This is an optimization exercise on Yosys and OpenROAD, whose aim is small area and a short achievable clock period, not a production implementation. The RTL was checked by simulation tests, not by an equivalence proof against the original design. No activity file was given, so power comes from the tool's default toggle rates.

$ cat design/flow/design.v
module ca_channel (
    input  wire        clk,
    input  wire        rst,         
    input  wire        start,       
    input  wire        upd,         
    input  wire [5:0]  prn,         
    input  wire [5:0]  noise_prn,   
    input  wire [1:0]  dsel,        
    input  wire [7:0]  moff,        
    input  wire [31:0] fc,          
    input  wire [31:0] fk,          
    input  wire        s_valid,
    input  wire [7:0]  s_i,
    input  wire [7:0]  s_q,
    output reg         dump_valid,
    output wire [31:0] ve_i, ve_q,
    output wire [31:0] e_i,  e_q,
    output wire [31:0] p_i,  p_q,
    output wire [31:0] l_i,  l_q,
    output wire [31:0] vl_i, vl_q,
    output wire [31:0] n_i,  n_q,
    output wire [31:0] m_i,  m_q,
    output wire [63:0] carr_phase,
    output wire [31:0] code_frac
);
    localparam signed [31:0] FC_MIN = -32'sd225443840;    
    localparam signed [31:0] FC_MAX = -32'sd224395264;    
    localparam        [31:0] FK_MIN = 32'd26816795;       
    localparam        [31:0] FK_MAX = 32'd26817867;       
    function [31:0] clamp_fk(input [31:0] w);
        if (w < FK_MIN)      clamp_fk = FK_MIN;
        else if (w > FK_MAX) clamp_fk = FK_MAX;
        else                 clamp_fk = w;
    endfunction
    function [20:0] pack_fc(input [31:0] w);
        pack_fc = {$signed(w[31:20]) > $signed(12'hF29),
                   (w[31:20] == 12'hF29) ? w[19:0] : 20'd0};
    endfunction
    function [10:0] pack_fk(input [31:0] w);
        reg [31:0] c;
        begin
            c = clamp_fk(w);
            pack_fk = c[10:0];
        end
    endfunction
    function [4:0] win_init(input [5:0] p);
        case (p)
            6'd1: win_init = 5'b01100;
            6'd2: win_init = 5'b11100;
            6'd3: win_init = 5'b11100;
            6'd4: win_init = 5'b11101;
            6'd5: win_init = 5'b00101;
            6'd6: win_init = 5'b01110;
            6'd7: win_init = 5'b00100;
            6'd8: win_init = 5'b01101;
            6'd9: win_init = 5'b11110;
            6'd10: win_init = 5'b01100;
            6'd11: win_init = 5'b11100;
            6'd12: win_init = 5'b11100;
            6'd13: win_init = 5'b11100;
            6'd14: win_init = 5'b11100;
            6'd15: win_init = 5'b11101;
            6'd16: win_init = 5'b11111;
            6'd17: win_init = 5'b00100;
            6'd18: win_init = 5'b01100;
            6'd19: win_init = 5'b11100;
            6'd20: win_init = 5'b11100;
            6'd21: win_init = 5'b11100;
            6'd22: win_init = 5'b11101;
            6'd23: win_init = 5'b00100;
            6'd24: win_init = 5'b11100;
            6'd25: win_init = 5'b11100;
            6'd26: win_init = 5'b11100;
            6'd27: win_init = 5'b11101;
            6'd28: win_init = 5'b11110;
            6'd29: win_init = 5'b00100;
            6'd30: win_init = 5'b01100;
            6'd31: win_init = 5'b11100;
            6'd32: win_init = 5'b11101;
            6'd33: win_init = 5'b11110;
            6'd34: win_init = 5'b11110;
            6'd35: win_init = 5'b00100;
            6'd36: win_init = 5'b01100;
            6'd37: win_init = 5'b11110;
            default: win_init = 5'b00000;
        endcase
    endfunction
    function [10:1] g2_mask(input [5:0] p);
        case (p)
            6'd1: g2_mask = 10'b0000100010;
            6'd2: g2_mask = 10'b0001000100;
            6'd3: g2_mask = 10'b0010001000;
            6'd4: g2_mask = 10'b0100010000;
            6'd5: g2_mask = 10'b0100000001;
            6'd6: g2_mask = 10'b1000000010;
            6'd7: g2_mask = 10'b0010000001;
            6'd8: g2_mask = 10'b0100000010;
            6'd9: g2_mask = 10'b1000000100;
            6'd10: g2_mask = 10'b0000000110;
            6'd11: g2_mask = 10'b0000001100;
            6'd12: g2_mask = 10'b0000110000;
            6'd13: g2_mask = 10'b0001100000;
            6'd14: g2_mask = 10'b0011000000;
            6'd15: g2_mask = 10'b0110000000;
            6'd16: g2_mask = 10'b1100000000;
            6'd17: g2_mask = 10'b0000001001;
            6'd18: g2_mask = 10'b0000010010;
            6'd19: g2_mask = 10'b0000100100;
            6'd20: g2_mask = 10'b0001001000;
            6'd21: g2_mask = 10'b0010010000;
            6'd22: g2_mask = 10'b0100100000;
            6'd23: g2_mask = 10'b0000000101;
            6'd24: g2_mask = 10'b0000101000;
            6'd25: g2_mask = 10'b0001010000;
            6'd26: g2_mask = 10'b0010100000;
            6'd27: g2_mask = 10'b0101000000;
            6'd28: g2_mask = 10'b1010000000;
            6'd29: g2_mask = 10'b0000100001;
            6'd30: g2_mask = 10'b0001000010;
            6'd31: g2_mask = 10'b0010000100;
            6'd32: g2_mask = 10'b0100001000;
            6'd33: g2_mask = 10'b1000010000;
            6'd34: g2_mask = 10'b1000001000;
            6'd35: g2_mask = 10'b0001000001;
            6'd36: g2_mask = 10'b0010000010;
            6'd37: g2_mask = 10'b1000001000;
            default: g2_mask = 10'b0000000000;
        endcase
    endfunction
    localparam [10:1] G1_2 = 10'b1111111100;    
    localparam [10:1] G1_3 = 10'b1111111000, G2_3 = 10'b1111111001;
    reg        rst0, start0, upd0;
    reg [7:0]  si0, sq0;
    reg [20:0] fc0;
    reg [10:0] fk0;
    reg [1:0]  dsel0;
    reg [7:0]  moff0;
    reg [5:0]  prn0, nprn0;
    always @(posedge clk) begin
        rst0   <= rst;
        start0 <= start;
        upd0   <= upd;
        si0    <= s_i;
        sq0    <= s_q;
        fc0    <= pack_fc(fc);
        fk0    <= pack_fk(fk);
        dsel0  <= dsel;
        moff0  <= moff;
        prn0   <= prn;
        nprn0  <= noise_prn;
    end
    reg        running;
    reg [10:1] pmask, nmask;    
    reg [20:0] fc_r, fc_q;
    reg [10:0] fk_r, fk_q;
    reg [1:0]  dsel_r, dsel_q;
    reg [7:0]  moff_r, moff_q;
    reg [31:0] plo;             
    reg [31:0] phi;             
    reg [31:0] frac;            
    reg [10:1] g1, g2;          
    reg [4:0]  win;             
    reg [2:0]  nwin;            
    wire [31:0] fc_w = {10'b1111001010, fc_r[20], ~fc_r[20], fc_r[19:0]};
    wire [31:0] fk_w = {FK_MIN[31:11], fk_r};
    reg         take;
    always @(posedge clk)
        take <= s_valid && !start && !rst && (rst0 ? 1'b0 : start0 ? 1'b1 : running);
    wire [32:0] frac_sum = {1'b0, frac} + {1'b0, fk_w};
    wire        chip_adv = frac_sum[32];
    wire        at_last  = (g1 == G1_2);          
    wire        bnd      = take && chip_adv && at_last;
    wire [32:0] plo_sum  = {1'b0, plo} + {1'b0, fc_w};
    wire g1_fb = g1[3] ^ g1[10];
    wire g2_fb = g2[2] ^ g2[3] ^ g2[6] ^ g2[8] ^ g2[9] ^ g2[10];
    always @(posedge clk) begin
        if (rst0)
            running <= 1'b0;
        else if (start0)
            running <= 1'b1;
    end
    always @(posedge clk) begin
        if (start0 || upd0) begin
            fc_q   <= fc0;
            fk_q   <= fk0;
            dsel_q <= dsel0;
            moff_q <= moff0;
        end
        if (start0) begin
            fc_r   <= fc0;
            fk_r   <= fk0;
            dsel_r <= dsel0;
            moff_r <= moff0;
        end else if (bnd) begin
            fc_r   <= fc_q;
            fk_r   <= fk_q;
            dsel_r <= dsel_q;
            moff_r <= moff_q;
        end
    end
    always @(posedge clk) begin
        if (start0) begin
            plo    <= 32'd0;
            frac   <= 32'd0;
            g1     <= G1_3;
            g2     <= G2_3;
            win    <= win_init(prn0);
            nwin   <= win_init(nprn0) >> 2;
            pmask  <= g2_mask(prn0);
            nmask  <= g2_mask(nprn0);
        end else if (take) begin
            plo    <= plo_sum[31:0];
            frac   <= frac_sum[31:0];
            if (chip_adv) begin
                win  <= {g1[10] ^ (^(g2 & pmask)), win[4:1]};
                nwin <= {g1[10] ^ (^(g2 & nmask)), nwin[2:1]};
                g1   <= {g1[9:1], g1_fb};
                g2   <= {g2[9:1], g2_fb};
            end
        end
    end
    function [4:0] mul_ctl(input [2:0] m);
        begin
            mul_ctl[4:3] = m[2] ? (m[1] ? 2'd3 : 2'd2) : (m[1] ? (m[0] ? 2'd2 : 2'd1) : 2'd0);
            mul_ctl[2]   = m[0] ? (m[2] | m[1]) : (m[2] & m[1]);    
            mul_ctl[1]   = m[2] & m[1] & ~m[0];                    
            mul_ctl[0]   = m[1];                                   
        end
    endfunction
    function [11:0] rep_ctl(input [4:0] k);
        reg [2:0] t_c, t_s, mag_c, mag_s;
        reg       neg_c, neg_s;
        begin
            t_c = (k[2:0] == 3'd0) ? 3'd7 : -k[2:0];         
            t_s = (k[2:0] == 3'd7) ? 3'd7 : k[2:0] + 3'd1;   
            case (k[4:3])
                2'd0: begin mag_c = t_c; neg_c = 1'b0; mag_s = t_s; neg_s = 1'b0; end
                2'd1: begin mag_c = t_s; neg_c = 1'b1; mag_s = t_c; neg_s = 1'b0; end
                2'd2: begin mag_c = t_c; neg_c = 1'b1; mag_s = t_s; neg_s = 1'b1; end
                default: begin mag_c = t_s; neg_c = 1'b0; mag_s = t_c; neg_s = 1'b1; end
            endcase
            rep_ctl = {mul_ctl(mag_c), neg_c, mul_ctl(mag_s), neg_s};
        end
    endfunction
    reg        [11:0] rc;
    reg        [7:0]  si2, sq2;
    reg               tk2, bnd2;
    reg        [6:0]  tb2;
    always @(posedge clk) begin
        rc   <= rep_ctl(plo[31:27]);
        si2  <= si0;
        sq2  <= sq0;
        tk2  <= take;
        bnd2 <= bnd;
        tb2  <= tb;
    end
    wire [4:0] mc    = rc[11:7];
    wire       neg_c = rc[6];
    wire [4:0] ms    = rc[5:1];
    wire       neg_s = rc[0];
    function [12:0] term_a(input [7:0] x, input [4:0] c, input neg);
        reg signed [12:0] v;
        begin
            v = $signed(x) <<< c[4:3];
            term_a = v ^ {13{neg}};
        end
    endfunction
    function [12:0] term_b(input [7:0] x, input [4:0] c, input neg);
        reg signed [12:0] v;
        begin
            v = $signed(x) <<< c[1];
            term_b = c[2] ? (v ^ {13{c[0] ^ neg}}) : 13'd0;
        end
    endfunction
    function [2:0] term_ci(input [4:0] cx, input nx, input [4:0] cy, input ny);
        term_ci = {2'b00, nx} + {2'b00, cx[2] & (cx[0] ^ nx)} +
                  {2'b00, ny} + {2'b00, cy[2] & (cy[0] ^ ny)};
    endfunction
    function [25:0] csa5(input [12:0] a, input [12:0] b, input [12:0] c,
                         input [12:0] d, input [2:0] e);
        reg [12:0] s1, c1, s2, c2, s3, c3;
        begin
            s1 = a ^ b ^ c;
            c1 = ((a & b) | (a & c) | (b & c)) << 1;
            s2 = s1 ^ c1 ^ d;
            c2 = ((s1 & c1) | (s1 & d) | (c1 & d)) << 1;
            s3 = s2 ^ c2 ^ {10'd0, e};
            c3 = ((s2 & c2) | (s2 & {10'd0, e}) | (c2 & {10'd0, e})) << 1;
            csa5 = {s3, c3};
        end
    endfunction
    wire [25:0] cs_i = csa5(term_a(si2, mc, neg_c), term_b(si2, mc, neg_c),
                            term_a(sq2, ms, neg_s), term_b(sq2, ms, neg_s),
                            term_ci(mc, neg_c, ms, neg_s));
    wire [25:0] cs_q = csa5(term_a(sq2, mc, neg_c), term_b(sq2, mc, neg_c),
                            term_a(si2, ms, ~neg_s), term_b(si2, ms, ~neg_s),
                            term_ci(mc, neg_c, ms, ~neg_s));
    wire lt_h0 = frac < 32'h0CCCCCCD;
    wire lt_d0 = frac < 32'h1999999A;
    wire lt_d1 = frac < 32'h33333333;
    wire ge_h0 = frac >= 32'hF3333333;     
    wire ge_d0 = frac >= 32'hE6666666;
    wire ge_d1 = frac >= 32'hCCCCCCCD;
    reg ve_lo, e_lo, l_hi, vl_hi;          
    always @* begin
        case (dsel_r)
            2'd0: begin ve_lo = lt_d0; e_lo = lt_h0; l_hi = ge_h0; vl_hi = ge_d0; end
            2'd1: begin ve_lo = lt_d1; e_lo = lt_d0; l_hi = ge_d0; vl_hi = ge_d1; end
            2'd2: begin ve_lo = ~frac[31]; e_lo = ~|frac[31:30];
                        l_hi = &frac[31:30]; vl_hi = frac[31]; end
            default: begin ve_lo = 1'b1; e_lo = ~frac[31]; l_hi = frac[31]; vl_hi = 1'b1; end
        endcase
    end
    wire [8:0]  m_s   = {3'b000, frac[31:26]} + {moff_r[7], moff_r};
    wire [2:0]  m_ix  = m_s[8:6] + 3'd2;                         
    wire [6:0]  tb;     
    assign tb[0] = ve_lo ? win[1] : win[2];
    assign tb[1] = e_lo  ? win[1] : win[2];
    assign tb[2] = win[2];
    assign tb[3] = l_hi  ? win[3] : win[2];
    assign tb[4] = vl_hi ? win[3] : win[2];
    assign tb[5] = nwin[0];
    assign tb[6] = win[m_ix];
    reg st2, st3, st4, dec2, dec3, dec4;
    always @(posedge clk) begin
        st2  <= start0;
        st3  <= st2;
        st4  <= st3;
        dec2 <= take && !plo_sum[32];
        dec3 <= dec2;
        dec4 <= dec3;
        if (st4)
            phi <= 32'd0;
        else
            phi <= phi - {31'd0, dec4};
    end
    reg               tk3, bnd3;
    reg        [25:0] cs3_i, cs3_q;
    reg        [6:0]  tb3;
    reg        [31:0] plo_d, frac_d;   
    always @(posedge clk) begin
        tk3   <= tk2;
        bnd3  <= bnd2;
        cs3_i <= cs_i;
        cs3_q <= cs_q;
        tb3   <= tb2;
        if (bnd2) begin
            plo_d  <= plo;
            frac_d <= frac;
        end
    end
    wire [12:0] bb_i = cs3_i[25:13] + cs3_i[12:0];
    wire [12:0] bb_q = cs3_q[25:13] + cs3_q[12:0];
    reg               bnd4;
    reg signed [11:0] bi4, bq4;        
    reg        [6:0]  tb4;
    always @(posedge clk) begin
        bnd4 <= bnd3;
        bi4  <= tk3 ? bb_i[11:0] : 12'd0;
        bq4  <= tk3 ? bb_q[11:0] : 12'd0;
        tb4  <= tk3 ? tb3 : 7'd0;
    end
    reg clr5, cap5;
    always @(posedge clk) begin
        clr5 <= bnd4 || st4;
        cap5 <= bnd4;
    end
    function [12:0] lo_step(input [11:0] a, input [11:0] b, input t);
        lo_step = {1'b0, a} + {1'b0, b ^ {12{t}}} + {12'd0, t};
    endfunction
    function [16:0] hi_step(input [16:0] ah, input c, input s);
        reg up, dn;
        integer i;
        begin
            up = c & ~s;
            dn = s & ~c;
            hi_step[0] = ah[0] ^ (up | dn);
            for (i = 1; i < 17; i = i + 1)
                hi_step[i] = ah[i] ^ ((up & (&(ah | ~((17'd1 << i) - 17'd1)))) |
                                      (dn & ~(|(ah & ((17'd1 << i) - 17'd1)))));
        end
    endfunction
    reg [11:0] lo_i [0:6];
    reg [11:0] lo_q [0:6];
    reg [16:0] hi_i [0:6];
    reg [16:0] hi_q [0:6];
    reg        cy_i [0:6];             
    reg        cy_q [0:6];
    reg        sg_i [0:6];             
    reg        sg_q [0:6];
    reg [12:0] lsum_i [0:6];
    reg [12:0] lsum_q [0:6];
    reg [16:0] hnx_i [0:6];
    reg [16:0] hnx_q [0:6];
    reg [28:0] out_i [0:6];
    reg [28:0] out_q [0:6];
    reg [63:0] cp_r;
    reg [31:0] cf_r;
    integer k;
    always @* begin
        for (k = 0; k < 7; k = k + 1) begin
            lsum_i[k] = lo_step(clr5 ? 12'd0 : lo_i[k], bi4, tb4[k]);
            lsum_q[k] = lo_step(clr5 ? 12'd0 : lo_q[k], bq4, tb4[k]);
            hnx_i[k]  = hi_step(hi_i[k], cy_i[k], sg_i[k]);
            hnx_q[k]  = hi_step(hi_q[k], cy_q[k], sg_q[k]);
        end
    end
    always @(posedge clk) begin
        for (k = 0; k < 7; k = k + 1) begin
            lo_i[k] <= lsum_i[k][11:0];
            lo_q[k] <= lsum_q[k][11:0];
            cy_i[k] <= lsum_i[k][12];
            cy_q[k] <= lsum_q[k][12];
            sg_i[k] <= bi4[11] ^ tb4[k];
            sg_q[k] <= bq4[11] ^ tb4[k];
            hi_i[k] <= clr5 ? 17'd0 : hnx_i[k];
            hi_q[k] <= clr5 ? 17'd0 : hnx_q[k];
        end
    end
    always @(posedge clk) begin
        dump_valid <= cap5;
        if (cap5) begin
            for (k = 0; k < 7; k = k + 1) begin
                out_i[k] <= {hnx_i[k], lo_i[k]};
                out_q[k] <= {hnx_q[k], lo_q[k]};
            end
            cp_r <= {phi, plo_d};
            cf_r <= frac_d;
        end
    end
    assign ve_i = {{3{out_i[0][28]}}, out_i[0]};  assign ve_q = {{3{out_q[0][28]}}, out_q[0]};
    assign e_i  = {{3{out_i[1][28]}}, out_i[1]};  assign e_q  = {{3{out_q[1][28]}}, out_q[1]};
    assign p_i  = {{3{out_i[2][28]}}, out_i[2]};  assign p_q  = {{3{out_q[2][28]}}, out_q[2]};
    assign l_i  = {{3{out_i[3][28]}}, out_i[3]};  assign l_q  = {{3{out_q[3][28]}}, out_q[3]};
    assign vl_i = {{3{out_i[4][28]}}, out_i[4]};  assign vl_q = {{3{out_q[4][28]}}, out_q[4]};
    assign n_i  = {{3{out_i[5][28]}}, out_i[5]};  assign n_q  = {{3{out_q[5][28]}}, out_q[5]};
    assign m_i  = {{3{out_i[6][28]}}, out_i[6]};  assign m_q  = {{3{out_q[6][28]}}, out_q[6]};
    assign carr_phase = cp_r;
    assign code_frac  = cf_r;
endmodule
$ cat design/flow/flow/run.sh
#!/bin/bash
# The standard ORFS layout (standard.sh, standard synthesis), with:
#  - timing repair aimed at a 6.7 ns setup margin against the design's 10 ns clock
#    (SDC unchanged), so the layout closes well under the clock period;
#  - resizing not held to the same cell footprint;
#  - ports buffered with buf_1 instead of the default delay buffer.
# make's output goes to standard_make.log; ORFS keeps each step's log under orfs/logs.
set -euo pipefail
bash standard.sh SETUP_SLACK_MARGIN=6.7 MATCH_CELL_FOOTPRINT=0 \
  "BUFFER_PORTS_ARGS=-buffer_cell sky130_fd_sc_hd__buf_1" finish > standard_make.log 2>&1
$ cat design/flow/standard.sh
#!/bin/bash
# synth_recipe.tcl (not shown) runs the flow's synth.tcl, then flattens the netlist and writes it again
# the make line also repeats each setting of config.mk as NAME=value (left out here)
make -C /OpenROAD-flow-scripts/flow DESIGN_CONFIG=/design/flow/config.mk WORK_HOME=/design/flow/orfs CLKGATE_MAP_FILE= SYNTH_SCRIPT=/design/flow/synth_recipe.tcl "${@:-finish}"
$ cat design/flow/config.mk
export PLATFORM = sky130hd
export DESIGN_NAME = ca_channel
export DESIGN_NICKNAME = ca_channel
export VERILOG_FILES = /design/flow/design.v
export SDC_FILE = /design/flow/constraint.sdc
export NUM_CORES = 4
export LEC_CHECK = 0
export CAP_MARGIN = 20
export CORE_MARGIN = 2
export CORE_UTILIZATION = 78
export CTS_CLUSTER_DIAMETER = 64
export CTS_CLUSTER_SIZE = 28
export SLEW_MARGIN = 20
$ cat design/flow/constraint.sdc
create_clock -name core_clock -period 10.0 [get_ports {clk}]
set_input_delay 2.0000 -clock core_clock [delete_from_list [all_inputs] [get_ports {clk}]]
set_output_delay 2.0000 -clock core_clock [all_outputs]
set_load 0.01 [all_outputs]
==> results.tsv, run 1 <==
stage	metric	value	unit
finish	drive_gt1_share	6.58	%
yosys	synth_area_per_cell	11.3	um2
floorplan	fp.dieH	295	um
detailed_routing	drt-total-wl	152000	um
yosys	synth.top_cell.area_share	30.9	%
setup_path	r2r-start	fc_r[0]	
timing	slew_headroom	18.3	%
finish	fin_nets	6800	
clocking	cts_tree	done	
global_routing	grt_use_total	34.0	%
placed_design	place_congestion	0.922	
setup_path	arrival	1.38	ns
global_routing	grt_pass1_wl	231000	um
clocking	clock_sinks	1444	
clocking	cts_root_buffer	clkbuf_16	
timing	fin_skew	0.0414	ns
detailed_routing	ant_nets	0	
setup_path	cp.depth	1	
global_routing	grt_max_degree	198	
detailed_routing	first_pass_iters	6	
setup_path	critical-path-top-delay-family	flip-flops	
placed_design	dp_hpwl	105000	um
detailed_routing	vias_per_cell	5.97	
setup_path	critical_path_buf_inv_count	1	
yosys	synth_seq_area_share	54.1	%
setup_path	worstRegToRegCells	10	
detailed_routing	drc	0	
setup_path	crit_type	reg -> out	
setup_path	path_cells	buf_1	
yosys	synth_edf_count	678	
setup_path	startpoint_type	flop	
timing	rsz0062_at_grt	true	
run_status	status	complete, no violations	
floorplan	die_w	295	um
timing	hold_viol	0	
pwr	p_per_area	177	nW/um2
setup_path	ff2ff_setup_slack	6.78	ns
hold_path	hp-class	reg -> reg	
yosys	ys_ff_latch	1444	
yosys	async_flop_share	0	%
setup_path	crit_path_end_kind	primary output	
pwr	p_sw	3.53	mW
hold_path	holdPathStages	0	
pwr	vdd_drop_max	149	uV
timing	post-route-period-util	33.8	%
setup_path	worst_r2r_endpoint	plo[28]	
finish	finalNonFillerCells	7540	
hold_path	hold_start	tb2[0]	
placed_design	port_buffers	651	
pwr	power.internal	9.23	mW
flow_run	drv_cap	0	
timing	maxSlewViolCount	0	
yosys	synth.area.top_cells	edfxtp_1 31%, dfxtp_1 23%, ha_1 5.5%, xnor2_1 5.2%, xor2_1 4.7%	
pwr	p_clk_share	29.1	%
pwr	leakage	29.0	nW
setup_path	critPathSlowestCell	edfxtp_1	
yosys	synth_flop_cell	dfxtp_1	
clocking	cts.htree.levels	3	
global_routing	grt_overflow_total	0	
floorplan	ios	652	
timing	tightest_slew	1.23	ns
timing	finalSetupTns	0	ns
timing	finalCriticalPeriod	3.38	ns
detailed_routing	wire_per_inst	20.2	um
setup_path	cp.required	8.00	ns
detailed_routing	vias	45000	
clocking	clk_pin_slew	0.10	ns
timing	fmax	296	MHz
pwr	p_comb_share	16.3	%
clocking	clockBufferDepth	3	
yosys	ys.warnings.count	15	
timing	setup_viol	0	
floorplan	initial_core_util	78.8	%
setup_path	slowest_delay	0.53	ns
floorplan	core.rowCount	106	
setup_path	path_max_fanout	2	
yosys	synth_cells	5850	
global_routing	antenna_found_initial	3	
yosys	ys_types	78	
yosys	netlist_area	65900	um2
finish	syn_to_final_growth	9.46	%
yosys	synth_fp_nets	6312	
yosys	synth.largest_area_cell	edfxtp_1	
clocking	clock_latency	0.69	ns
hold_path	whs_endpoint	tb3[0]	
pwr	p_sw_share	27.7	%
detailed_routing	drtIter0Drc	3583	
floorplan	fp.coreArea	83700	um2
floorplan	die_area	86900	um2
placed_design	dp.cells	7369	
global_routing	grt_pass1_vias	43000	
pwr	seqPwrFrac	54.5	%
pwr	p_total	12.8	mW
clocking	cts_buffers	76	
worst register-to-register path, stage by stage (launching register included):
cell and delay, ns:
edfxtp_1 0.38, ha_1 0.26, fa_1 0.44, a211oi_1 0.29
o21ai_0 0.29, o211ai_1 0.35, nand3_1 0.29, a41oi_2 0.39
o21ai_0 0.15, xnor2_1 0.20, nor2_1 0.05
how the worst max path moves through the flow:
stage / start / endpoint / slack, ns
finish: out_i[3][0] / l_i[0] / 6.62
global route: out_i[3][0] / l_i[0] / 6.58
CTS: out_i[3][0] / l_i[0] / 6.60
floorplan: cap5 / cf_r[0] / 5.87
global placement: clr5 / lo_q[3][10] / 5.88
detailed placement: clr5 / lo_q[0][10] / 5.78
registers in the layout, indices dropped and copies added, names as in the netlist, 21 cells and up, named ones only:
signal / cells
cp_r: 64
out_q: 203
lo_i: 84
hi_q: 119
cs3_q: 23
plo: 32
hi_i: 119
cs3_i: 23
fc_q: 21
phi: 32
out_i: 203
cf_r: 32
frac_d: 32
plo_d: 32
lo_q: 84
fc0: 21
fc_r: 21
frac: 32
Yosys cell counts (15+ instances only):
master	n
o31ai_1	49
dfxtp_1	766
o21bai_1	43
and4_1	17
a22oi_1	19
xor2_1	354
nor2_1	435
a21oi_1	262
buf_1	39
nor2b_1	446
o211ai_1	27
nand2b_1	81
inv_1	221
mux2_2	54
o21ai_0	155
nand3_1	64
and2_1	90
nand3b_1	20
xnor2_1	391
o21a_1	40
nor4b_1	15
nand2_1	248
and3_1	50
a31oi_1	51
mux2i_1	119
buf_4	42
or4_1	18
ha_1	289
nor3_1	154
o41ai_1	15
clkbuf_1	204
or3_1	19
a211oi_1	36
nand4_1	27
nor4_1	53
a21o_1	47
fa_1	66
a21boi_0	19
edfxtp_1	678
per-stage QoR:
step	area (um2)	hold slack, ns	worst slack (ns)	util (%)
finish	72200	0.331	6.62	86.2
floorplan	66000	0.310	5.87	-
detailed placement	68800	0.312	5.78	82.3
global placement	68800	0.311	5.88	82.3
global route	72200	0.342	6.58	86.2
CTS	71900	0.333	6.60	85.9
cells by family after synthesis:
logic type | count (synthesis) | share of synthesized area, %
XOR/XNOR | 745 | 9.90
adder cells (fa/ha/maj) | 355 | 7.49
flip-flops | 1444 | 54.1
buffers and inverters | 509 | 3.14
AO/OA/AOI/OAI | 831 | 7.95
AND/OR/NAND/NOR | 1782 | 14.3
multiplexers | 184 | 3.09
cell usage in the layout (no fill, tap or decap), types with 19 or more instances in the layout:
cell,count
xnor2_1,391
fa_1,65
nand4_1,27
buf_4,29
a21boi_0,19
o21bai_1,43
inv_1,221
clkbuf_16,80
and3_1,50
a31oi_1,50
nor3_1,154
mux2i_1,119
nand2b_1,81
nand3_1,64
a21o_1,47
a21oi_1,262
a22oi_1,19
nor4_1,51
buf_1,520
dfxtp_1,750
clkbuf_2,116
edfxtp_1,678
o21a_1,40
nand3b_1,20
mux2_2,54
and2_1,90
o31ai_1,49
ha_1,289
nor2_1,435
or3_1,19
nor2b_1,445
nand2_1,248
xor2_1,352
a211oi_1,35
o21ai_0,152
o211ai_1,27
power groups by stage:
stage / combinational, mW / sequential, mW / clock [mW]
floorplan: 1.69 / 6.90 / 0
global route: 2.34 / 7.00 / 3.94
global placement: 1.89 / 7.06 / 0
CTS: 2.08 / 6.95 / 3.74
detailed placement: 2.01 / 7.08 / 0
finish: 2.09 / 6.96 / 3.71
metal layers:
metal  global-route usage [%]  share of wire [%]
met1                     41.2                 38
met5                        0                  0
met3                     5.90                7.5
met4                     19.8                6.5
met2                     57.3                 48
final cells by class:
class / count / area [um2]
sequential: 1444 / 35700
clock inverter: 50 / 688
timing repair buffer: 695 / 3190
inverter: 221 / 830
clock buffer: 92 / 1990
fill: 4306 / 11500
antenna: 4 / 10.0
tap: 1134 / 1420
multi-input combinational: 3900 / 28300
timing repair:
action	CTS	global route
hold buffers	0	0
hold endpoints to repair	0	0
cloned	5	2
setup endpoints to repair	352	279
buffers inserted	7	11
gates resized for setup	114	90
pin swaps	3	4
==> inputs of run 2 (changes only) <==
--- a/design/flow/config.mk
+++ b/design/flow/config.mk
@@ -12,2 +12,3 @@
 export CTS_CLUSTER_SIZE = 28
+export PLACE_DENSITY = 0.75
 export SLEW_MARGIN = 20
==> run 2 against run 1 <==
Still clean on timing, DRC and antenna. Clock skew did not move. Count of clock-buffer cells in the layout stayed put. Sequential cell count is the same. Register-to-register slack is essentially flat. Clock power is essentially flat. Worst setup slack stayed put. Critical path depth stayed put. Largest power group unchanged.
==> results.tsv, run 2 <==
stage	metric	value	unit	change
run_status	status	complete, no violations		
setup_path	path_max_fanout	2		unchanged
pwr	p_total	12.8	mW	unchanged
global_routing	grt_overflow_total	0		unchanged
placed_design	dp_hpwl	105000	um	unchanged
detailed_routing	drtIter0Drc	3583		unchanged
pwr	vdd_drop_max	149	uV	unchanged
timing	fmax	296	MHz	unchanged
yosys	synth.area.top_cells	edfxtp_1 31%, dfxtp_1 23%, ha_1 5.5%, xnor2_1 5.2%, xor2_1 4.7%		
timing	final.setup.worst_slack	6.62	ns	unchanged
finish	drive_gt1_share	6.58	%	unchanged
clocking	cts_hold_buffers	0		unchanged
floorplan	initial_core_util	78.8	%	unchanged
setup_path	arrival	1.38	ns	about the same
timing	fin_skew	0.0414	ns	unchanged
timing	maxSlewViolCount	0		unchanged
timing	rsz0062_at_grt	true		
yosys	netlist_area	65900	um2	unchanged
pwr	p_per_area	177	nW/um2	unchanged
global_routing	grt_util_met2	57.3	%	unchanged
pwr	leakage	29.0	nW	unchanged
clocking	cts_buffers	76		unchanged
floorplan	core.rowCount	106		unchanged
clocking	clk_pin_slew	0.10	ns	about the same
setup_path	worst_r2r_endpoint	plo[28]		
setup_path	worstRegToRegCells	10		unchanged
timing	hold_slack	0.331	ns	unchanged
placed_design	place_congestion	0.922		unchanged
clocking	clock_sinks	1444		unchanged
clocking	clock_latency	0.69	ns	about the same
timing	finalCriticalPeriod	3.38	ns	unchanged
global_routing	grt_use_met1	41.2	%	unchanged
yosys	synth_common_cells	766 x dfxtp_1, 678 x edfxtp_1, 446 x nor2b_1		
detailed_routing	drt-total-wl	152000	um	unchanged
floorplan	fp.coreArea	83700	um2	unchanged
finish	fin_nets	6800		unchanged
yosys	synth_edf_count	678		unchanged
setup_path	crit_type	reg -> out		
floorplan	ios	652		unchanged
timing	hold_viol	0		unchanged
detailed_routing	wire_per_inst	20.2	um	unchanged
timing	slew_headroom	18.3	%	unchanged
clocking	cts_root_buffer	clkbuf_16		
hold_path	whs_endpoint	tb3[0]		
detailed_routing	vias	45000		unchanged
yosys	ys_ff_latch	1444		unchanged
global_routing	grt_max_degree	198		unchanged
yosys	synth.top_cell.area_share	30.9	%	unchanged
finish	layout.cells.most_common	dfxtp_1		
setup_path	slowest_delay	0.53	ns	about the same
setup_path	critPathSlowestCell	edfxtp_1		
floorplan	die_area	86900	um2	unchanged
detailed_routing	ant_nets	0		unchanged
placed_design	place_area	68800	um2	unchanged
clocking	clockBufferDepth	3		unchanged
placed_design	dp.cells	7369		unchanged
hold_path	hp-class	reg -> reg		
clocking	cts_tree	done		
flow_run	drv_cap	0		unchanged
setup_path	critical_path_buf_inv_count	1		unchanged
yosys	ys.warnings.count	15		unchanged
finish	finalCoreUtilization	86.2	%	unchanged
setup_path	startpoint_type	flop		
setup_path	critical-path-top-delay-family	flip-flops		
hold_path	holdPathStages	0		unchanged
yosys	synth_cells	5850		unchanged
timing	tightest_slew	1.23	ns	unchanged
setup_path	crit_path_end_kind	primary output		
yosys	ys_types	78		unchanged
yosys	yosysMostFrequentCell	dfxtp_1		
floorplan	die_w	295	um	unchanged
yosys	synth_seq_area_share	54.1	%	unchanged
timing	finalSetupTns	0	ns	unchanged
placed_design	preCtsSetupSlack	5.78	ns	unchanged
setup_path	cp.depth	1		unchanged
global_routing	grt_pass1_wl	231000	um	unchanged
finish	fin_area	72200	um2	unchanged
global_routing	grt_use_total	34.0	%	unchanged
finish	finalNonFillerCells	7540		unchanged
yosys	synth.largest_area_cell	edfxtp_1		
finish	reg.largest.list	out_i (203), out_q (203)		
floorplan	fp.dieH	295	um	unchanged
placed_design	port_buffers	651		unchanged
global_routing	met3_usage	5.90	%	unchanged
clocking	cts.htree.levels	3		unchanged
setup_path	cp.required	8.00	ns	about the same
setup_path	path_cells	buf_1		
timing	post-route-period-util	33.8	%	unchanged
detailed_routing	first_pass_iters	6		unchanged
yosys	synth_area_per_cell	11.3	um2	unchanged
global_routing	antenna_found_initial	3		unchanged
detailed_routing	drc	0		unchanged
global_routing	grt_pass1_vias	43000		unchanged
yosys	synth_flop_cell	dfxtp_1		
detailed_routing	vias_per_cell	5.97		unchanged
setup_path	ff2ff_setup_slack	6.78	ns	about the same
finish	final_cell_mix	750 x dfxtp_1, 678 x edfxtp_1, 520 x buf_1, 445 x nor2b_1, 435 x nor2_1		
hold_path	hold_start	tb2[0]		
yosys	async_flop_share	0	%	unchanged
setup_path	r2r-start	fc_r[0]		
finish	syn_to_final_growth	9.46	%	unchanged
global_routing	grt-busiest-layer	met2		
timing	setup_viol	0		unchanged
yosys	synth_fp_nets	6312		unchanged
-- run 2: cells by family after synthesis --
logic type	share of synthesized area, %
xor+xnor	9.90
simple gates	14.3
mux	3.09
compound gates	7.95
flops	54.1
fa+ha+maj	7.49
buf+inv	3.14
-- run 2: worst max-delay path by stage --
stage	start	end	slack, ns
final	out_i[3][0]	l_i[0]	6.62
after global routing	out_i[3][0]	l_i[0]	6.58
after floorplan	cap5	cf_r[0]	5.87
after detailed placement	clr5	lo_q[0][10]	5.78
after CTS	out_i[3][0]	l_i[0]	6.60
after global placement	clr5	lo_q[3][10]	5.88
-- run 2: worst reg2reg max path: stages, from the launching register on --
cell,delay (ns)
edfxtp_1,0.38
ha_1,0.26
fa_1,0.44
a211oi_1,0.29
o21ai_0,0.29
o211ai_1,0.35
nand3_1,0.29
a41oi_2,0.39
o21ai_0,0.15
xnor2_1,0.20
nor2_1,0.05
-- run 2: layer usage --
| metal | wire length (um) | part of all wire [%] | vias up |
|---|---|---|---|
| met5 | 0 | 0 | - |
| met4 | 9910 | 6.5 | 0 |
| met3 | 11400 | 7.5 | 457 |
| met2 | 73800 | 48 | 1759 |
| met1 | 57300 | 38 | 21500 |
| li1 | - | - | 21300 |
-- run 2: cell type report --
class | count | area, um2
Clock buffer | 92 | 1990
Multi-Input combinational cell | 3900 | 28300
Inverter | 221 | 830
Clock inverter | 50 | 688
Antenna cell | 4 | 10.0
Fill cell | 4306 | 11500
Sequential cell | 1444 | 35700
Timing Repair Buffer | 695 | 3190
Tap cell | 1134 | 1420
-- run 2: report_power, final --
part	total (mW)	switching, mW	leakage (nW)	internal (mW)
combinational	2.09	1.11	15.1	0.972
sequential	6.96	0.337	12.6	6.62
clock	3.71	2.08	1.29	1.63
-- run 2: repair_timing --
| action | CTS | global route |
|---|---|---|
| resized for setup | 114 | 90 |
| cloned | 5 | 2 |
| endpoints found under the setup margin | 352 | 279 |
| pin swaps | 3 | 4 |
| buffers inserted | 7 | 11 |
==> inputs of run 3 (changes only) <==
--- a/design/flow/config.mk
+++ b/design/flow/config.mk
@@ -9,6 +9,6 @@
 export CORE_MARGIN = 2
-export CORE_UTILIZATION = 78
+export CORE_UTILIZATION = 80
 export CTS_CLUSTER_DIAMETER = 64
 export CTS_CLUSTER_SIZE = 28
-export PLACE_DENSITY = 0.75
+export PLACE_DENSITY = 0.85
 export SLEW_MARGIN = 20
==> run 3 against run 2 <==
Critical path depth is the same. Worst hold slack gained 0.0011 ns. Sequential cell count is the same. Synthesized cell count is the same. Synthesized area is the same. Highest routed layer is now met5. Power grew 0.15%. Still clean. Routed wire length grew 3.9%. Count of clock-buffer cells in the layout shrank 4. Cell count shrank 0.95%. Sequential power is essentially flat. Largest power group unchanged. Fmax shrank 0.77%.
==> results.tsv, run 3 <==
stage	metric	value	unit	change
floorplan	initial_core_util	80.6	%	+1.8 points
detailed_routing	vias_per_cell	6.12		+2.6%
finish	layout.cells.most_common	dfxtp_1		
finish	reg.largest.list	out_i (203), out_q (203)		
setup_path	cp.required	8.00	ns	about the same
timing	setup_viol	0		unchanged
finish	finalNonFillerCells	7468		-0.95%
floorplan	fp.coreArea	81800	um2	-2.2%
timing	rsz0062_at_grt	true		
pwr	vdd_drop_max	176	uV	+18%
yosys	yosysMostFrequentCell	dfxtp_1		
clocking	clockBufferDepth	3		unchanged
timing	final.setup.worst_slack	6.59	ns	-0.0264 ns
finish	fin_nets	6796		-0.059%
timing	hold_slack	0.332	ns	+0.00108 ns
timing	slew_headroom	32.4	%	+14 points
floorplan	die_area	84700	um2	-2.5%
yosys	synth.largest_area_cell	edfxtp_1		
detailed_routing	vias	45700		+1.7%
clocking	cts.htree.levels	3		unchanged
detailed_routing	highest_layer	met5		
clocking	clock_latency	0.69	ns	about the same
hold_path	hold_start	tb2[6]		
setup_path	critPathSlowestCell	edfxtp_1		
timing	hold_viol	0		unchanged
yosys	ys_ff_latch	1444		unchanged
yosys	synth.area.top_cells	edfxtp_1 31%, dfxtp_1 23%, ha_1 5.5%, xnor2_1 5.2%, xor2_1 4.7%		
setup_path	startpoint_type	flop		
setup_path	ff2ff_setup_slack	6.76	ns	-0.02 ns
finish	seqCellArea	35700	um2	about the same
placed_design	preCtsSetupSlack	5.25	ns	-0.527 ns
placed_design	place_congestion	0.941		+2.1%
global_routing	grt_use_total	36.3	%	+2.3 points
yosys	synth.top_cell.area_share	30.9	%	unchanged
setup_path	arrival	1.41	ns	+0.03 ns
timing	finalCriticalPeriod	3.41	ns	+0.0264 ns
placed_design	dp.cells	7305		-0.87%
timing	finalSetupTns	0	ns	unchanged
global_routing	grt_pass1_wl	243000	um	+5.1%
finish	drive_gt1_share	6.58	%	about the same
clocking	clock_sinks	1444		unchanged
finish	nFillCells	3791		-12%
finish	final_cell_mix	750 x dfxtp_1, 678 x edfxtp_1, 521 x buf_1, 445 x nor2b_1, 435 x nor2_1		
yosys	synth_seq_area_share	54.1	%	unchanged
clocking	cts_root_buffer	clkbuf_16		
pwr	leakage	29.0	nW	about the same
timing	post-route-period-util	34.1	%	+0.26 points
detailed_routing	drt-total-wl	158000	um	+3.9%
global_routing	grt_max_degree	165		-17%
timing	fin_skew	0.0465	ns	+0.00514 ns
floorplan	die_w	291	um	-1.2%
global_routing	grt_overflow_total	0		unchanged
yosys	ys_types	78		unchanged
yosys	ys.warnings.count	15		unchanged
setup_path	cp.depth	1		unchanged
setup_path	path_cells	clkbuf_2		
yosys	synth_fp_nets	6312		unchanged
floorplan	fp.dieH	291	um	-1.2%
detailed_routing	wl_met2	77100	um	+4.5%
detailed_routing	wl_met3	12300	um	+8.4%
yosys	async_flop_share	0	%	unchanged
yosys	synth_edf_count	678		unchanged
placed_design	place_area	68800	um2	-0.12%
clocking	cts_tree	done		
global_routing	grt_pass1_vias	44500		+3.4%
detailed_routing	first_pass_iters	6		unchanged
pwr	p_per_area	177	nW/um2	+0.18%
finish	fin_area	72200	um2	about the same
run_status	status	complete, no violations		
yosys	synth_area_per_cell	11.3	um2	unchanged
flow_run	drv_cap	0		unchanged
setup_path	path_max_fanout	1		-1
setup_path	worstRegToRegCells	10		unchanged
hold_path	hp-class	reg -> reg		
clocking	cts_hold_buffers	0		unchanged
placed_design	port_buffers	651		unchanged
pwr	p_total	12.8	mW	+0.15%
detailed_routing	drc	0		unchanged
detailed_routing	wire_per_inst	21.2	um	+4.9%
yosys	synth_common_cells	766 x dfxtp_1, 678 x edfxtp_1, 446 x nor2b_1		
global_routing	antenna_found_initial	1		-2
clocking	cts_buffers	75		-1.3%
finish	syn_to_final_growth	9.43	%	about the same
placed_design	dp_hpwl	106000	um	+1.2%
detailed_routing	drtIter0Drc	3847		+7.4%
timing	maxSlewViolCount	0		unchanged
floorplan	core.rowCount	105		-0.94%
finish	multi_input_area	28400	um2	+0.21%
yosys	synth_flop_cell	dfxtp_1		
detailed_routing	wl_met1	58400	um	+1.9%
setup_path	slowest_delay	0.54	ns	about the same
yosys	netlist_area	65900	um2	unchanged
setup_path	critPathLaunch	out_q[1][10]		
detailed_routing	ant_nets	0		unchanged
setup_path	endpoint	e_q[10]		
setup_path	worst_r2r_endpoint	plo[24]		
clocking	clk_pin_slew	0.11	ns	about the same
setup_path	r2r-start	fc_r[0]		
finish	finalCoreUtilization	88.2	%	+1.9 points
yosys	synth_cells	5850		unchanged
floorplan	ios	652		unchanged
setup_path	crit_type	reg -> out		
setup_path	critical-path-top-delay-family	flip-flops		
timing	fmax	293	MHz	-0.77%
timing	tightest_slew	1.01	ns	-0.212 ns
setup_path	crit_path_end_kind	primary output		
setup_path	critical_path_buf_inv_count	1		unchanged
## run 3: cell counts after synthesis
Identical to the previous run, type by type.
## run 3: worst min path at each step
stage          endpoint  cells after the start  slack, ns
2_1_floorplan      bnd4                      0       0.31
3_3_place_gp     sq2[0]                      0       0.31
3_5_place_dp     si2[0]                      0       0.31
4_1_cts          tb3[6]                      0       0.32
5_1_grt          tb3[6]                      0       0.34
6_report         tb3[6]                      0       0.33
## run 3: area by class of cell
| cell class | instances | share of cell area [%] |
|---|---|---|
| diodes | 1 | 0.00347 |
| clock buffers | 88 | 2.70 |
| clock inverters | 52 | 1.05 |
| inverters | 221 | 1.15 |
| multi-input cells | 3902 | 39.3 |
| flip-flops and latches | 1444 | 49.5 |
| well taps | 1070 | 1.86 |
| repair buffers | 690 | 4.40 |
## run 3: timing repair
item | CTS | global route
gates cloned | 6 | 4
pin swaps | 2 | 2
gates resized for setup | 120 | 112
setup buffers | 12 | 0
endpoints found under the setup margin | 307 | 216
## run 3: routing by layer
metal | GRT usage, % | vias up
li1 | - | 21200
met1 | 44.6 | 21900
met2 | 61.3 | 2127
met3 | 5.62 | 485
met4 | 20.9 | 2
met5 | 0 | -
## run 3: report_power, final
group	switching (mW)	internal (mW)
registers	0.345	6.62
clock network	2.09	1.61
logic	1.13	0.978
total	3.57	9.21
## run 3: kinds of logic (layout without fill, tap and decap cells)
kind of cell	count (synthesis)	count (layout)	synth area share (%)
flip-flops	1444	1444	54.1
buffers and inverters	509	1051	3.14
other	0	1	0
AND/OR/NAND/NOR	1782	1787	14.3
XOR/XNOR	745	745	9.90
AO/OA/AOI/OAI	831	831	7.95
adder cells (fa/ha/maj)	355	355	7.49
multiplexers	184	184	3.09
==> inputs of run 4 (changes only) <==
==> design/flow/flow/run.sh (replaced) <==
#!/bin/bash
# The standard ORFS layout (standard.sh, standard synthesis), with:
#  - timing repair aimed at a 6.55 ns setup margin against the design's 10 ns clock
#    (SDC unchanged), so the layout closes well under the clock period;
#  - resizing not held to the same cell footprint;
#  - ports buffered with buf_1 instead of the default delay buffer.
# make's output goes to standard_make.log; ORFS keeps each step's log under orfs/logs.
set -euo pipefail
bash standard.sh SETUP_SLACK_MARGIN=6.55 MATCH_CELL_FOOTPRINT=0 \
  "BUFFER_PORTS_ARGS=-buffer_cell sky130_fd_sc_hd__buf_1" finish > standard_make.log 2>&1
--- a/design/flow/config.mk
+++ b/design/flow/config.mk
@@ -9,6 +9,5 @@
 export CORE_MARGIN = 2
-export CORE_UTILIZATION = 80
-export CTS_CLUSTER_DIAMETER = 64
-export CTS_CLUSTER_SIZE = 28
-export PLACE_DENSITY = 0.85
+export CORE_UTILIZATION = 72
+export CTS_CLUSTER_DIAMETER = 60
+export CTS_CLUSTER_SIZE = 24
 export SLEW_MARGIN = 20
==> run 4 against run 3 <==
Still clean on timing, DRC and antenna. Combinational power decreased by 3%. Sequential power about the same. Non-clock buffer count decreased by 4. Highest routed layer is now met4.
==> results.tsv, run 4 <==
stage	metric	value	unit	change
setup_path	cp.required	8.00	ns	about the same
hold_path	hp-class	reg -> reg		
floorplan	die_area	94000	um2	+11%
setup_path	ff2ff_setup_slack	6.70	ns	-0.06 ns
setup_path	worst_r2r_endpoint	cs3_q[15]		
yosys	yosysMostFrequentCell	dfxtp_1		
global_routing	antenna_found_initial	2		+1
placed_design	dp_hpwl	103000	um	-3.3%
clocking	clk_pin_slew	0.09	ns	-0.02 ns
detailed_routing	drt-total-wl	146000	um	-7.5%
run_status	status	complete, no violations		
setup_path	r2r-start	rc[5]		
setup_path	arrival	1.43	ns	+0.02 ns
clocking	clock_latency	0.70	ns	about the same
pwr	p_total	13.3	mW	+3.7%
global_routing	grt_pass1_wl	226000	um	-7.1%
yosys	synth_cells	5850		unchanged
clocking	cts_buffers	96		+28%
detailed_routing	ant_nets	0		unchanged
floorplan	fp.coreArea	90400	um2	+10%
finish	syn_to_final_growth	10.1	%	
yosys	synth_seq_area_share	54.1	%	unchanged
floorplan	die_w	307	um	+5.3%
timing	fmax	292	MHz	-0.62%
floorplan	fp.dieH	307	um	+5.3%
floorplan	initial_core_util	72.9	%	-7.6 points
clocking	cts_tree	done		
detailed_routing	wire_per_inst	19.2	um	-9.2%
finish	reg.largest.list	out_i (203), out_q (203)		
detailed_routing	vias	44000		-3.8%
yosys	synth_common_cells	766 x dfxtp_1, 678 x edfxtp_1, 446 x nor2b_1		
global_routing	grt_pass1_vias	42000		-5.6%
setup_path	critPathSlowestCell	edfxtp_1		
global_routing	grt_use_total	30.4	%	-6.0 points
yosys	synth_edf_count	678		unchanged
yosys	synth_fp_nets	6312		unchanged
global_routing	grt_max_degree	188		+14%
setup_path	slowest_delay	0.53	ns	about the same
setup_path	crit_type	reg -> out		
timing	fin_skew	0.0287	ns	-0.0179 ns
setup_path	critical-path-top-delay-family	flip-flops		
setup_path	crit_path_end_kind	primary output		
yosys	async_flop_share	0	%	unchanged
timing	setup_viol	0		unchanged
clocking	cts_hold_buffers	0		unchanged
setup_path	startpoint_type	flop		
hold_path	holdPathStages	0		unchanged
detailed_routing	drtIter0Drc	3570		-7.2%
pwr	p_per_area	183	nW/um2	+3.2%
finish	fin_nets	6811		+0.22%
timing	maxSlewViolCount	0		unchanged
yosys	netlist_area	65900	um2	unchanged
flow_run	drv_cap	0		unchanged
timing	tightest_slew	1.12	ns	+0.111 ns
detailed_routing	vias_per_cell	5.78		-5.5%
yosys	synth.area.top_cells	edfxtp_1 31%, dfxtp_1 23%, ha_1 5.5%, xnor2_1 5.2%, xor2_1 4.7%		
placed_design	place_congestion	0.893		-5.2%
global_routing	grt_overflow_total	0		unchanged
timing	hold_viol	0		unchanged
hold_path	hold_start	sq0[7]		
floorplan	ios	652		unchanged
clocking	cts.htree.levels	3		unchanged
hold_path	whs_endpoint	sq2[7]		
timing	post-route-period-util	34.3	%	+0.21 points
setup_path	path_cells	buf_1		
finish	final_cell_mix	751 x dfxtp_1, 678 x edfxtp_1, 646 x buf_1, 445 x nor2b_1, 435 x nor2_1		
setup_path	worstRegToRegCells	7		-3
detailed_routing	drc	0		unchanged
yosys	ys_ff_latch	1444		unchanged
detailed_routing	first_pass_iters	8		+2
timing	finalSetupTns	0	ns	unchanged
placed_design	port_buffers	651		unchanged
finish	drive_gt1_share	5.04	%	-1.5 points
timing	slew_headroom	25.0	%	-7.4 points
setup_path	path_max_fanout	1		unchanged
timing	rsz0062_at_grt	false		
yosys	synth_flop_cell	dfxtp_1		
yosys	ys.warnings.count	15		unchanged
setup_path	critPathLaunch	out_q[1][5]		
yosys	ys_types	78		unchanged
pwr	leakage	28.9	nW	-0.38%
setup_path	critical_path_buf_inv_count	1		unchanged
timing	hold_slack	0.332	ns	-0.000309 ns
floorplan	core.rowCount	110		+4.8%
clocking	clockBufferDepth	3		unchanged
clocking	clock_sinks	1444		unchanged
finish	layout.cells.most_common	dfxtp_1		
clocking	cts_root_buffer	clkbuf_16		
yosys	synth.largest_area_cell	edfxtp_1		
yosys	synth.top_cell.area_share	30.9	%	unchanged
pwr	vdd_drop_max	162	uV	-8.0%
yosys	synth_area_per_cell	11.3	um2	unchanged
timing	finalCriticalPeriod	3.43	ns	+0.0214 ns
[run 4: cell count changes in the layout (fill, tap and decap cells not counted), sizes merged]
| cell | before | now |
|---|---|---|
| clkbuf | 200 | 116 |
| inv | 245 | 256 |
| bufinv | 3 | 1 |
| buf | 578 | 679 |
| clkinvlp | 2 | 4 |
| or2 | 14 | 12 |
| clkinv | 23 | 32 |
[run 4: area by class of cell]
| type | count | area, um2 |
|---|---|---|
| well taps | 1176 | 1470 |
| clock inverters | 72 | 903 |
| clock buffers | 109 | 2510 |
| inverters | 221 | 830 |
| fillers | 5554 | 17900 |
| multi-input cells | 3900 | 28300 |
| diodes | 1 | 2.50 |
| repair buffers | 686 | 2850 |
| flip-flops and latches | 1444 | 35700 |
[run 4: logic make-up (layout without fill, tap and decap cells)]
kind of cell / Yosys count / in the layout / synth area share [%]
buf+inv: 509 / 1088 / 3.14
compound gates: 831 / 831 / 7.95
xor+xnor: 745 / 745 / 9.90
simple gates: 1782 / 1785 / 14.3
other cells: 0 / 1 / 0
mux: 184 / 184 / 3.09
flops: 1444 / 1444 / 54.1
fa+ha+maj: 355 / 355 / 7.49
[run 4: stage by stage]
step           std cells  utilization, %  setup slack, ns  instance area [um2]
2_1_floorplan       5850               -             5.87                66000
3_3_place_gp        7415            76.2             6.08                68900
3_5_place_dp        7415            76.2             5.99                68900
4_1_cts             7601            80.1             6.51                72400
5_1_grt             7608            80.3             6.55                72600
6_report            7609            80.3             6.57                72600
[run 4: timing repair]
item                                    4_1_cts  5_1_grt
gates resized for setup                      13       17
endpoints found under the setup margin      118       75
buffers inserted                              3        4
cloned                                        2        3
pin swaps                                     1        0
[run 4: power breakdown]
| part | total (mW) | leakage, nW | internal, mW | switching, mW |
|---|---|---|---|---|
| Combinational | 2.04 | 14.6 | 0.963 | 1.08 |
| Clock | 4.26 | 1.65 | 1.99 | 2.27 |
| Sequential | 6.95 | 12.6 | 6.62 | 0.330 |
[run 4: how the worst max path moves through the flow]
stage	to	slack, ns	cells past startpoint
6_report	e_q[5]	6.57	1
5_1_grt	e_q[5]	6.55	1
3_3_place_gp	lo_q[4][10]	6.08	12
2_1_floorplan	cf_r[0]	5.87	0
3_5_place_dp	fc_r[0]	5.99	10
4_1_cts	e_q[5]	6.51	1
[run 4: metal layers]
metal / global-route usage (%) / vias to the layer above / part of all wire (%)
li1: - / 21300 / -
met1: 38.4 / 21000 / 40
met2: 51.1 / 1373 / 48
met3: 4.99 / 317 / 6.6
met4: 14.6 / 0 / 4.9
met5: 0 / - / 0
==> inputs of run 5 (changes only) <==
--- a/design/flow/design.v
+++ b/design/flow/design.v
@@ -371,11 +371,12 @@
     function [16:0] hi_step(input [16:0] ah, input c, input s);
-        reg up, dn;
+        reg   up, dn;
         integer i;
         begin
-            up = c & ~s;
-            dn = s & ~c;
-            hi_step[0] = ah[0] ^ (up | dn);
-            for (i = 1; i < 17; i = i + 1)
-                hi_step[i] = ah[i] ^ ((up & (&(ah | ~((17'd1 << i) - 17'd1)))) |
-                                      (dn & ~(|(ah & ((17'd1 << i) - 17'd1)))));
+            up = c & ~s;     
+            dn = s & ~c;     
+            for (i = 0; i < 17; i = i + 1) begin
+                hi_step[i] = ah[i] ^ (up | dn);
+                up = up & ah[i];
+                dn = dn & ~ah[i];
+            end
         end
==> design/flow/flow/run.sh (replaced) <==
#!/bin/bash
# The standard ORFS layout (standard.sh, standard synthesis), with:
#  - timing repair aimed at a 6.7 ns setup margin against the design's 10 ns clock
#    (SDC unchanged), so the layout closes well under the clock period;
#  - resizing not held to the same cell footprint;
#  - ports buffered with buf_1 instead of the default delay buffer.
# make's output goes to standard_make.log; ORFS keeps each step's log under orfs/logs.
set -euo pipefail
bash standard.sh SETUP_SLACK_MARGIN=6.7 MATCH_CELL_FOOTPRINT=0 \
  "BUFFER_PORTS_ARGS=-buffer_cell sky130_fd_sc_hd__buf_1" finish > standard_make.log 2>&1
--- a/design/flow/config.mk
+++ b/design/flow/config.mk
@@ -9,5 +9,5 @@
 export CORE_MARGIN = 2
-export CORE_UTILIZATION = 72
-export CTS_CLUSTER_DIAMETER = 60
-export CTS_CLUSTER_SIZE = 24
+export CORE_UTILIZATION = 78
+export CTS_CLUSTER_DIAMETER = 64
+export CTS_CLUSTER_SIZE = 28
 export SLEW_MARGIN = 20
==> run 5 against run 4 <==
Still clean on timing, DRC and antenna. Routed wire length increased by 1.9%. Sequential cell count unchanged. Sequential share of layout area rose by 0.45 points. Synthesized cell count shrank 2.8%. Non-clock buffer count grew 23. Die area decreased by 8.5%. Register-to-register slack got worse by 0.02 ns. Critical endpoint is now p_i[0]. Largest power group unchanged.
==> results.tsv, run 5 <==
stage	metric	value	unit	change
yosys	synth.area.top_cells	edfxtp_1 31%, dfxtp_1 23%, ha_1 5.5%, xnor2_1 5.4%, xor2_1 4.8%		
timing	slew_headroom	27.3	%	+2.3 points
floorplan	ios	652		unchanged
finish	final_cell_mix	749 x dfxtp_1, 678 x edfxtp_1, 570 x buf_1, 456 x nor2b_1, 400 x xnor2_1		
setup_path	ff2ff_setup_slack	6.68	ns	-0.02 ns
hold_path	hold_start	tb2[1]		
yosys	synth_common_cells	766 x dfxtp_1, 678 x edfxtp_1, 458 x nor2b_1		
finish	layout.cells.most_common	dfxtp_1		
setup_path	arrival	1.47	ns	+0.04 ns
clocking	cts_tree	done		
setup_path	cp.required	8.00	ns	about the same
floorplan	core.rowCount	106		-3.6%
floorplan	fp.coreArea	83300	um2	-7.9%
hold_path	hp-class	reg -> reg		
setup_path	path_max_fanout	1		unchanged
detailed_routing	first_pass_iters	6		-2
global_routing	grt_pass1_vias	41900		-0.23%
placed_design	place_congestion	0.896		+0.41%
finish	diodes	0		-1
global_routing	grt_overflow_total	0		unchanged
clocking	cts_hold_buffers	0		unchanged
yosys	synth.largest_area_cell	edfxtp_1		
timing	maxSlewViolCount	0		unchanged
yosys	ys.warnings.count	15		unchanged
clocking	cts_buffers	75		-22%
flow_run	drv_cap	0		unchanged
clocking	clockBufferDepth	3		unchanged
detailed_routing	ant_nets	0		unchanged
clocking	clock_sinks	1444		unchanged
setup_path	critical-path-top-delay-family	flip-flops		
timing	fmax	288	MHz	-1.2%
timing	finalCriticalPeriod	3.47	ns	+0.0402 ns
detailed_routing	wl_met3	10900	um	+12%
yosys	ys_types	80		+2.6%
detailed_routing	wl_met1	57800	um	-1.7%
yosys	synth_cells	5686		-2.8%
timing	fin_skew	0.0403	ns	+0.0116 ns
yosys	netlist_area	65300	um2	-1.0%
finish	fin_nets	6664		-2.2%
yosys	synth_area_per_cell	11.5	um2	+1.8%
detailed_routing	vias_per_cell	5.98		+3.4%
detailed_routing	drtIter0Drc	3246		-9.1%
yosys	async_flop_share	0	%	unchanged
detailed_routing	drt-total-wl	149000	um	+1.9%
clocking	clock_latency	0.68	ns	-0.02 ns
detailed_routing	wire_per_inst	20.3	um	+5.5%
finish	reg.largest.list	out_i (203), out_q (203)		
yosys	yosysMostFrequentCell	dfxtp_1		
setup_path	worst_r2r_endpoint	moff_r[1]		
setup_path	critPathLaunch	out_i[2][0]		
setup_path	crit_type	reg -> out		
pwr	vdd_drop_max	155	uV	-4.3%
floorplan	die_w	293	um	-4.4%
timing	rsz0062_at_grt	true		
detailed_routing	drc	0		unchanged
setup_path	r2r-start	fk_r[0]		
detailed_routing	vias	43900		-0.18%
timing	tightest_slew	1.09	ns	-0.0344 ns
setup_path	startpoint_type	flop		
finish	syn_to_final_growth	10.2	%	
yosys	synth.top_cell.area_share	31.2	%	+0.32 points
setup_path	slowest_delay	0.60	ns	+0.07 ns
placed_design	dp_hpwl	102000	um	-0.29%
setup_path	worstRegToRegCells	12		+5
yosys	synth_fp_nets	6148		-2.6%
clocking	clk_pin_slew	0.10	ns	about the same
finish	finalNonFillerCells	7345		-3.5%
setup_path	crit_path_end_kind	primary output		
global_routing	grt_pass1_wl	227000	um	+0.60%
clocking	cts.htree.levels	3		unchanged
global_routing	antenna_found_initial	1		-1
setup_path	critPathSlowestCell	edfxtp_1		
yosys	synth_edf_count	678		unchanged
placed_design	dp.cells	7165		-3.4%
setup_path	cp.depth	1		unchanged
floorplan	die_area	86000	um2	-8.5%
timing	setup_viol	0		unchanged
hold_path	holdPathStages	0		unchanged
placed_design	port_buffers	651		unchanged
yosys	ys_ff_latch	1444		unchanged
yosys	synth_flop_cell	dfxtp_1		
pwr	p_per_area	176	nW/um2	-3.9%
detailed_routing	wl_met2	73800	um	+4.3%
timing	hold_viol	0		unchanged
finish	drive_gt1_share	7.49	%	+2.4 points
timing	post-route-period-util	34.7	%	+0.40 points
clocking	cts_root_buffer	clkbuf_16		
run_status	status	complete, no violations		
global_routing	grt_max_degree	198		+5.3%
setup_path	path_cells	buf_2		
setup_path	critical_path_buf_inv_count	1		unchanged
detailed_routing	highest_layer	met4		
global_routing	grt_use_total	33.5	%	+3.2 points
yosys	synth_seq_area_share	54.7	%	+0.56 points
hold_path	whs_endpoint	tb3[1]		
floorplan	initial_core_util	78.4	%	+5.4 points
timing	finalSetupTns	0	ns	unchanged
floorplan	fp.dieH	293	um	-4.4%
pwr	leakage	29.5	nW	+2.0%
## run 5: cell types whose count changed after synthesis, sizes merged, moves of 18 or more
cell	previous run	this run
nor3	155	102
a21oi	262	233
and4	17	35
nor2	435	342
o31ai	49	21
inv	221	197
or2	9	31
o21a	40	19
nand2	248	276
## run 5: repair_timing
| action | CTS | global route |
|---|---|---|
| setup endpoints to repair | 265 | 212 |
| gates cloned | 13 | 5 |
| setup buffers | 11 | 10 |
| gates resized for setup | 110 | 116 |
| pin swaps | 9 | 18 |
## run 5: area by class of cell
type | count | area, um2
inverters | 198 | 743
multi-input cells | 3774 | 28100
fillers | 4273 | 11400
clock buffers | 96 | 2070
well taps | 1080 | 1350
flip-flops and latches | 1444 | 35700
clock inverters | 44 | 606
repair buffers | 709 | 3320
## run 5: report_power, final
part,internal [mW],leakage (nW),total [mW],switching (mW)
clock network,1.68,1.29,3.69,2.01
registers,6.61,12.6,6.96,0.346
logic,0.946,15.6,1.98,1.04
total,9.24,29.5,12.6,3.39
## run 5: metrics by stage
stage	util (%)	cell area [um2]	power (mW)	worst slack (ns)	hold WS [ns]
after floorplan	-	65300	8.50	5.87	0.310
after global placement	81.8	68100	8.87	5.41	0.310
after detailed placement	81.8	68100	8.98	5.37	0.312
after CTS	85.6	71300	12.6	6.50	0.325
after global routing	86.4	71900	13.2	6.51	0.326
final	86.4	71900	12.6	6.53	0.325
## run 5: worst max path at each step
| stage | endpoint | slack [ns] |
|---|---|---|
| 2_1_floorplan | cf_r[0] | 5.87 |
| 3_3_place_gp | cy_i[3] | 5.41 |
| 3_5_place_dp | cy_i[3] | 5.37 |
| 4_1_cts | p_i[0] | 6.50 |
| 5_1_grt | p_i[0] | 6.51 |
| 6_report | p_i[0] | 6.53 |
## run 5: kinds of logic (layout without fill, tap and decap cells)
group	after synthesis	in the layout	share of synthesized area (%)
AND/OR/NAND/NOR	1714	1722	14.2
flip-flops	1444	1444	54.7
AO/OA/AOI/OAI	757	758	7.31
XOR/XNOR	755	755	10.1
buffers and inverters	477	1047	2.99
adder cells (fa/ha/maj)	355	355	7.56
multiplexers	184	184	3.11
## run 5: layer usage
layer / track usage (%) / vias to the layer above
li1: - / 20700
met1: 42.0 / 21300
met2: 57.8 / 1628
met3: 5.59 / 319
met4: 14.5 / 0
met5: 0 / -
==> inputs of run 6 (changes only) <==
--- a/design/flow/config.mk
+++ b/design/flow/config.mk
@@ -9,5 +9,5 @@
 export CORE_MARGIN = 2
-export CORE_UTILIZATION = 78
-export CTS_CLUSTER_DIAMETER = 64
-export CTS_CLUSTER_SIZE = 28
+export CORE_UTILIZATION = 75
+export CTS_CLUSTER_DIAMETER = 60
+export CTS_CLUSTER_SIZE = 26
 export SLEW_MARGIN = 20
==> run 6 against run 5 <==
Critical path type unchanged. Sequential power about the same. Highest routed layer is now met5. Clock skew decreased by 0.014 ns. Via count decreased by 0.54%. Still clean on timing, DRC and antenna.
==> results.tsv, run 6 <==
stage	metric	value	unit	change
global_routing	grt_pass1_vias	42200		+0.87%
pwr	vdd_drop_max	172	uV	+11%
placed_design	dp_hpwl	102000	um	-0.61%
global_routing	met3_usage	4.49	%	-1.1 points
pwr	p_total	13.2	mW	+4.5%
yosys	synth.top_cell.area_share	31.2	%	unchanged
placed_design	dp.cells	7235		+0.98%
placed_design	place_area	68200	um2	+0.13%
timing	tightest_slew	1.11	ns	+0.0182 ns
finish	layout.cells.most_common	dfxtp_1		
yosys	synth_seq_area_share	54.7	%	unchanged
clocking	cts.htree.levels	3		unchanged
timing	final.setup.worst_slack	6.61	ns	+0.0810 ns
clocking	cts_hold_buffers	0		unchanged
run_status	status	complete, no violations		
timing	post-route-period-util	33.9	%	-0.81 points
floorplan	die_w	299	um	+2.0%
yosys	ys.warnings.count	15		unchanged
detailed_routing	drtIter0Drc	3738		+15%
timing	maxSlewViolCount	0		unchanged
yosys	synth.area.top_cells	edfxtp_1 31%, dfxtp_1 23%, ha_1 5.5%, xnor2_1 5.4%, xor2_1 4.8%		
hold_path	holdPathStages	0		unchanged
setup_path	startpoint_type	flop		
hold_path	whs_endpoint	si2[1]		
setup_path	critPathSlowestCell	edfxtp_1		
finish	final_cell_mix	747 x dfxtp_1, 678 x edfxtp_1, 546 x buf_1, 458 x nor2b_1, 401 x xnor2_1		
finish	nFillCells	4872		+14%
clocking	clock_latency	0.68	ns	about the same
pwr	leakage	29.8	nW	+0.96%
detailed_routing	vias_per_cell	5.87		-1.8%
floorplan	core.rowCount	108		+1.9%
timing	rsz0062_at_grt	true		
floorplan	fp.dieH	299	um	+2.0%
finish	fin_area	72600	um2	+0.87%
setup_path	cp.required	8.00	ns	about the same
clocking	cts_root_buffer	clkbuf_16		
clocking	cts_buffers	93		+24%
detailed_routing	wire_per_inst	19.9	um	-1.8%
timing	setup_viol	0		unchanged
setup_path	crit_type	reg -> out		
timing	finalCriticalPeriod	3.39	ns	-0.0810 ns
yosys	ys_ff_latch	1444		unchanged
finish	finalNonFillerCells	7440		+1.3%
yosys	synth_common_cells	766 x dfxtp_1, 678 x edfxtp_1, 458 x nor2b_1		
setup_path	ff2ff_setup_slack	6.72	ns	+0.04 ns
finish	seqCellArea	35700	um2	about the same
timing	hold_viol	0		unchanged
clocking	clk_pin_slew	0.10	ns	about the same
clocking	cts_tree	done		
floorplan	die_area	89400	um2	+3.9%
setup_path	path_max_fanout	1		unchanged
global_routing	grt_use_met1	41.9	%	-0.15 points
global_routing	grt_overflow_total	0		unchanged
detailed_routing	vias	43700		-0.54%
clocking	clock_sinks	1444		unchanged
global_routing	grt_use_total	32.4	%	-1.2 points
yosys	synth.largest_area_cell	edfxtp_1		
finish	multi_input_area	28000	um2	-0.25%
setup_path	worst_r2r_endpoint	fc_r[6]		
detailed_routing	drt-total-wl	148000	um	-0.55%
placed_design	preCtsSetupSlack	5.68	ns	+0.309 ns
floorplan	ios	652		unchanged
timing	fin_skew	0.0266	ns	-0.0137 ns
setup_path	critical_path_buf_inv_count	1		unchanged
setup_path	crit_path_end_kind	primary output		
finish	finalCoreUtilization	83.9	%	-2.5 points
placed_design	place_congestion	0.897		+0.12%
yosys	synth_edf_count	678		unchanged
global_routing	grt-busiest-layer	met2		
yosys	synth_fp_nets	6148		unchanged
yosys	netlist_area	65300	um2	unchanged
[run 6: cell count changes in the layout (fill, tap and decap cells not counted), moves of 4 or more]
cell	delta
a21oi_2	-16
inv_12	+9
clkbuf_16	+14
a21oi_1	+16
clkinv_4	-5
inv_8	+5
clkbuf_2	+14
buf_4	-4
clkbuf_1	-6
buf_6	+9
buf_1	-24
clkinv_8	+5
[run 6: worst max path at each step]
stage                      from      end  slack, ns  cells after the start
finish              out_q[2][0]   p_q[0]       6.61                      1
global route        out_q[2][0]   p_q[0]       6.57                      1
CTS                 out_q[2][6]   p_q[6]       6.60                      1
detailed placement         clr5  cy_i[3]       5.68                     13
global placement           clr5  cy_i[3]       5.83                     13
floorplan                  cap5  cf_r[0]       5.87                      0
[run 6: per-layer routing]
| metal | wire length, um | vias to the layer above | part of all wire, % |
|---|---|---|---|
| li1 | - | 20800 | - |
| met1 | 58700 | 21000 | 40 |
| met2 | 72400 | 1557 | 49 |
| met3 | 10300 | 357 | 7.0 |
| met4 | 6930 | 4 | 4.7 |
| met5 | 33 | - | 0.022 |
[run 6: final cells by class]
type | instances | share of cell area, %
sequential | 1444 | 49.2
multi-input combinational | 3773 | 38.6
timing repair buffer | 697 | 4.43
clock buffer | 109 | 3.46
tap | 1155 | 1.99
clock inverter | 62 | 1.19
inverter | 198 | 1.02
antenna | 2 | 0.00690
[run 6: kinds of logic (layout without fill, tap and decap cells)]
kind of cell | after synthesis | in the layout | share of synthesized area, %
flops | 1444 | 1444 | 54.7
xor+xnor | 755 | 755 | 10.1
mux | 184 | 184 | 3.11
simple gates | 1714 | 1722 | 14.2
fa+ha+maj | 355 | 355 | 7.56
compound gates | 757 | 757 | 7.31
buf+inv | 477 | 1066 | 2.99
other cells | 0 | 2 | 0
[run 6: repair_timing]
action | in CTS | in global routing
endpoints found under the setup margin | 266 | 257
buffers inserted | 11 | 8
pin swaps | 9 | 15
endpoints found under the hold margin | 0 | 0
cloned | 12 | 1
resized for setup | 127 | 117
[run 6: report_power, final]
group	switching [mW]	total, mW	leakage, nW	internal, mW
Clock	2.26	4.28	1.63	2.02
Sequential	0.342	6.96	12.6	6.61
Combinational	1.02	1.96	15.6	0.940
Total	3.63	13.2	29.8	9.57

Re-timed with assumed drivers on the ports (clkbuf_16 on the clock, buf_2 on other inputs), run 6 has 6.539 ns of setup slack against 6.611 ns with ideal ports, and 6.230 ns once port delays also move by the mid clock arrival of 0.742 ns.
